This design comes from an exercise in tuning for small area, a short achievable clock period and few clock cycles on the open sky130 flow, not from production work. The RTL was checked by simulation tests, not by an equivalence proof against the original design.

==> design.v <==
module xq_pathvel (
    input  wire        clk,
    input  wire        rst,
    input  wire        in_valid,
    output wire        in_ready,
    input  wire [31:0] in_tau_up,      
    input  wire [31:0] in_tau_down,    
    input  wire [31:0] in_zero_off,    
    input  wire [31:0] in_k,           
    input  wire [31:0] in_len,         
    output reg         out_valid,
    output reg         out_ok,
    output reg  [31:0] out_vel,        
    output reg  [31:0] out_sos         
);
    localparam [40:0] VEL_K = 41'd2097152000000;
    localparam [29:0] SOS_K = 30'd1048576000;
    localparam NUMW = 108;    
    localparam DENW = 64;     
    localparam [2:0] S_IDLE = 3'd0,
                     S_MUL1 = 3'd1,
                     S_MUL2 = 3'd2,
                     S_DIVV = 3'd3,
                     S_DIVC = 3'd4,
                     S_DONE = 3'd5;
    reg [2:0] state;
    reg signed [31:0] tu, td, zo;
    reg        [31:0] kf, len;
    reg signed [65:0] p_kdt;     
    reg        [64:0] p_ls;      
    reg        [63:0] den;       
    reg               ok;
    reg  [NUMW-1:0] dq;          
    reg  [DENW:0]   dr;          
    reg  [6:0]      dcnt;
    reg             v_neg;       
    reg  [NUMW-1:0] v_quo;
    reg             v_rnz;       
    assign in_ready = (state == S_IDLE);
    wire signed [33:0] dt    = $signed({{2{td[31]}}, td}) - $signed({{2{tu[31]}}, tu})
                             - $signed({{2{zo[31]}}, zo});
    wire        [32:0] tsum  = {1'b0, tu} + {1'b0, td};
    wire signed [NUMW:0] v_num2 = ($signed({{(NUMW-66){p_kdt[65]}}, p_kdt, 1'b0})
                                   * $signed({1'b0, VEL_K}))
                                  + $signed({{(NUMW-63){1'b0}}, den});
    wire        [NUMW-1:0] c_num2 = ({{(NUMW-66){1'b0}}, p_ls, 1'b0} * {{(NUMW-30){1'b0}}, SOS_K})
                                    + {{(NUMW-64){1'b0}}, den};
    wire        [NUMW-1:0] v_mag  = v_num2[NUMW] ? -v_num2[NUMW-1:0] : v_num2[NUMW-1:0];
    reg  [NUMW-1:0] c_arg;
    wire [DENW:0]   divisor = {den, 1'b0};
    wire [DENW+1:0] trial   = {dr, dq[NUMW-1]};
    wire            take    = trial >= {1'b0, divisor};
    wire [DENW:0]   diff    = trial[DENW:0] - divisor;    
    wire [DENW:0]   dr_next = take ? diff : trial[DENW:0];
    wire [NUMW-1:0] q_next  = {dq[NUMW-2:0], take};
    wire [NUMW:0]   v_floor_mag = {1'b0, v_quo} + {{NUMW{1'b0}}, (v_neg & v_rnz)};
    reg  [31:0]     vel_clamped;
    always @* begin
        if (!v_neg) begin
            if (v_quo > {{(NUMW-31){1'b0}}, 31'h7FFFFFFF}) vel_clamped = 32'h7FFFFFFF;
            else                                           vel_clamped = v_quo[31:0];
        end else begin
            if (v_floor_mag > {{(NUMW-31){1'b0}}, 32'h80000000}) vel_clamped = 32'h80000000;
            else                                                  vel_clamped = -v_floor_mag[31:0];
        end
    end
    always @(posedge clk) begin
        if (rst) begin
            state     <= S_IDLE;
            out_valid <= 1'b0;
        end else begin
            out_valid <= 1'b0;
            case (state)
                S_IDLE: begin
                    if (in_valid) begin
                        tu    <= in_tau_up;
                        td    <= in_tau_down;
                        zo    <= in_zero_off;
                        kf    <= in_k;
                        len   <= in_len;
                        state <= S_MUL1;
                    end
                end
                S_MUL1: begin
                    ok    <= (tu > 0) && (td > 0);
                    p_kdt <= $signed({1'b0, kf}) * dt;
                    p_ls  <= len * tsum;
                    den   <= tu * td;
                    state <= S_MUL2;
                end
                S_MUL2: begin
                    v_neg <= v_num2[NUMW];
                    c_arg <= c_num2;
                    dq    <= v_mag;
                    dr    <= {(DENW+1){1'b0}};
                    dcnt  <= NUMW;
                    state <= ok ? S_DIVV : S_DONE;
                end
                S_DIVV, S_DIVC: begin
                    dq   <= q_next;
                    dr   <= dr_next;
                    dcnt <= dcnt - 7'd1;
                    if (dcnt == 7'd1) begin
                        if (state == S_DIVV) begin
                            v_quo <= q_next;
                            v_rnz <= (dr_next != {(DENW+1){1'b0}});
                            dq    <= c_arg;
                            dr    <= {(DENW+1){1'b0}};
                            dcnt  <= NUMW;
                            state <= S_DIVC;
                        end else begin
                            out_sos <= (q_next > {{(NUMW-32){1'b0}}, 32'hFFFFFFFF}) ? 32'hFFFFFFFF
                                                                                      : q_next[31:0];
                            state   <= S_DONE;
                        end
                    end
                end
                S_DONE: begin
                    out_valid <= 1'b1;
                    out_ok    <= ok;
                    out_vel   <= vel_clamped;
                    if (!ok) out_sos <= 32'd0;
                    state     <= S_IDLE;
                end
                default: state <= S_IDLE;
            endcase
        end
    end
endmodule
==> run.sh <==
#!/bin/bash
# synth_recipe.tcl (not shown) runs the flow's synth.tcl, then flattens the netlist and writes it again
# the make line also repeats each setting of config.mk as NAME=value (left out here)
make -C /OpenROAD-flow-scripts/flow DESIGN_CONFIG=/design/flow/config.mk WORK_HOME=/design/flow/orfs CLKGATE_MAP_FILE= SYNTH_SCRIPT=/design/flow/synth_recipe.tcl finish
==> config.mk <==
export PLATFORM = sky130hd
export DESIGN_NAME = xq_pathvel
export DESIGN_NICKNAME = xq_pathvel
export VERILOG_FILES = /design/flow/design.v
export SDC_FILE = /design/flow/constraint.sdc
export NUM_CORES = 4
export LEC_CHECK = 0
export CAP_MARGIN = 20
export CORE_MARGIN = 2
export CORE_UTILIZATION = 40
export SLEW_MARGIN = 20
==> constraint.sdc <==
create_clock -name core_clock -period 20.0 [get_ports {clk}]
set_input_delay 4.0000 -clock core_clock [delete_from_list [all_inputs] [get_ports {clk}]]
set_output_delay 4.0000 -clock core_clock [all_outputs]
set_load 0.01 [all_outputs]
==> flow_metrics.tcl <==
set metrics [dict create \
    grt_pass1_wl_um 842000 \
    cp_top_family "compound AO/OA/AOI/OAI gates" \
    die_h_um 678 \
    path_clk_slew_ns 0.07 \
    gp_congestion 0.959 \
    core_area_um2 452000 \
    crit_buf_inv 8 \
    initialDrtViolationCount 10000 \
    cpMostUsedCell "fa_1" \
    vias 132000 \
    areaGrowthSynthToFinish_pct 7.17 \
    fin_skew_ns 0.0839 \
    tightest_slew_ns 1.07 \
    worstPathArrival_ns 15.83 \
    start_util_pct 40.2 \
    post_cts_resize_count 0 \
    postSynthCellCount 19200 \
    end_kind "flop" \
    die_area_um2 460000 \
    fin_setup_tns_ns 0 \
    clockBufferDepth 4 \
    synth_edf_count 808 \
    multi_input_area_um2 139000 \
    nNetsFinal 24300 \
    wl_per_cell_um 21.8 \
    met2_usage_pct 38.2 \
    clk_latency_ns 0.90 \
    cp_max_fo 32 \
    ys_ff_latch 812 \
    cap_viol_max_count 0 \
    final_common_cell "inv_1" \
    clock_sinks 812 \
    grt-ovfl-total 0 \
    crit_required_ns 20.56 \
    ctsRootBufferMaster "clkbuf_16" \
    grt_start_max_net_pins 154 \
    max_freq_ghz 0.0655 \
    n_fill_cell 44000 \
    rsz0062_at_grt "false" \
    min_period_ns 15.27 \
    fp-row-count 247 \
    htree_levels 3 \
    cts_buffers 109 \
    dp_hpwl_um 438000 \
    synth_ff_type "edfxtp_1" \
    period_share_pct 76.4 \
    cts_setup_buffers 0 \
    wl_um 546000 \
    status "timing/DRC/antenna clean" \
    crit_type "reg -> reg" \
    yosysWarnings 1 \
    max_stage_delay_ns 0.81 \
    dp_slack_ns 4.95 \
    cts_tree "yes" \
    cts.hold.buffers_added 0 \
    final_area_um2 195000 \
    final_antenna_net_count 0 \
    synth_nets 24500 \
    hold_violations 0 \
    setup_viol 0 \
    avgSynthCellArea_um2 9.46 \
    ios 230 \
    grt_pass1_vias 138000 \
    final-seq-area_um2 24300 \
    grt_util_all_layers_pct 23.9 \
    drcViolationCount 0 \
    antenna_found_initial 38 \
    drive_above_1_share_pct 3.35 \
    grt_use_met3_pct 4.94 \
    async_flop_share_pct 0 \
    start_kind "flop" \
    fin_ws_ns 4.73 \
    finish.utilization_pct 43.0 \
    synth_area_um2 182000 \
    timing.slew.headroom_pct 28.1 \
    firstDrtPassIters 6 \
    die_x_um 678 \
    final_cell_mix "4,315 x inv_1, 3,722 x fa_1, 2,507 x nand2_1" \
    gr-usage-met1_pct 32.6 \
    drv_slew 0 \
    busiest_layer "met2" \
    ys_types 119 \
    yosysSeqAreaShare_pct 13.4 \
    slowest_stage "o31ai_1" \
    post_dp_cell_area_um2 191000 \
    hp-class "reg -> reg" \
    via_per_inst 5.27 \
    port_buffers 229 \
]
[cells in the mapped netlist (all sizes together) (239+ instances only)]
| library cell | instances | area share, % |
|---|---|---|
| a21o | 304 | 1.3 |
| a21oi | 608 | 1.7 |
| and2 | 1212 | 4.2 |
| clkbuf | 740 | 1.5 |
| edfxtp | 808 | 13 |
| fa | 3723 | 41 |
| ha | 1395 | 9.6 |
| inv | 4317 | 8.9 |
| nand2 | 2509 | 5.2 |
| nor2 | 505 | 1.0 |
| o21ai | 420 | 1.2 |
| xnor2 | 497 | 2.4 |
| xor2 | 239 | 1.2 |
[metrics by stage]
step	hold WS [ns]	instances
2_1_floorplan	0.444	19200
3_3_place_gp	0.475	24900
3_5_place_dp	0.469	24900
4_1_cts	0.484	25100
5_1_grt	0.491	25100
6_report	0.481	25100
[path summary, 6_finish.rpt]
kind / start / depth (start not counted) / end / slack, ns
max: td[0] / 52 / p_kdt[62] / 4.73
min: dq[6] / 0 / v_quo[7] / 0.48
max reg2reg: td[0] / 52 / p_kdt[62] / 4.73
min reg2reg: dq[6] / 0 / v_quo[7] / 0.48
[layer usage]
layer	share of wire, %	up-vias
li1	-	58800
met1	42	67900
met2	45	4630
met3	8.5	870
met4	3.8	32
met5	0.039	-
[sequential cells by signal (all words and copies together), names as in the netlist, 3 cells and up]
register	count
td	32
v_quo	108
den	64
dq	108
tu	32
p_ls	65
c_arg	97
out_sos	32
kf	32
state	3
zo	32
dr	65
len	32
dcnt	7
out_vel	32
p_kdt	66
[kinds of logic (layout without fill, tap and decap cells)]
logic type	Yosys count	after routing	synth area share (%)
buffers and inverters	5102	5003	10.6
muxes	41	41	0.234
adders and majority gates	5125	5125	50.7
other	0	11	0
and+or+nand+nor	5255	5255	13.9
DFF	812	812	13.4
AOI/OAI and AO/OA	2144	2144	7.66
xor gates and xnor gates	736	736	3.56
[area by class of cell]
cell class	count	share of cell area, %
clock buffer	127	1.47
sequential	812	12.5
inverter	4317	8.32
tap	5976	3.84
multi-input combinational	13300	71.2
clock inverter	72	0.418
antenna	11	0.0141
timing repair buffer	487	2.20
Testbench counts, summed over its fixed seeds: cycles 352,000.

==> what the ideal ports hide <==
Ports are ideal in the flow. The routed layout listed here was re-timed in OpenROAD. Step 1 assumes that a clkbuf_16 drives the clock port and a buf_2 every other input. Step 2 also shifts input and output timing later by t, the mid clock arrival at the registers, as if the neighbouring blocks saw the same clock. Slacks: ideal ports / drivers / drivers and shift; pairs: ideal ports / drivers.
t (ns): 0.969
setup WS [ns]: 4.726 / 4.726 / 4.726
worst register clock-pin slew, ns: 0.08 / 0.08
After both steps setup and hold are still met in this run. The setup slack of this run moves by 0.000 ns with the drivers and by 0.000 ns with both steps.
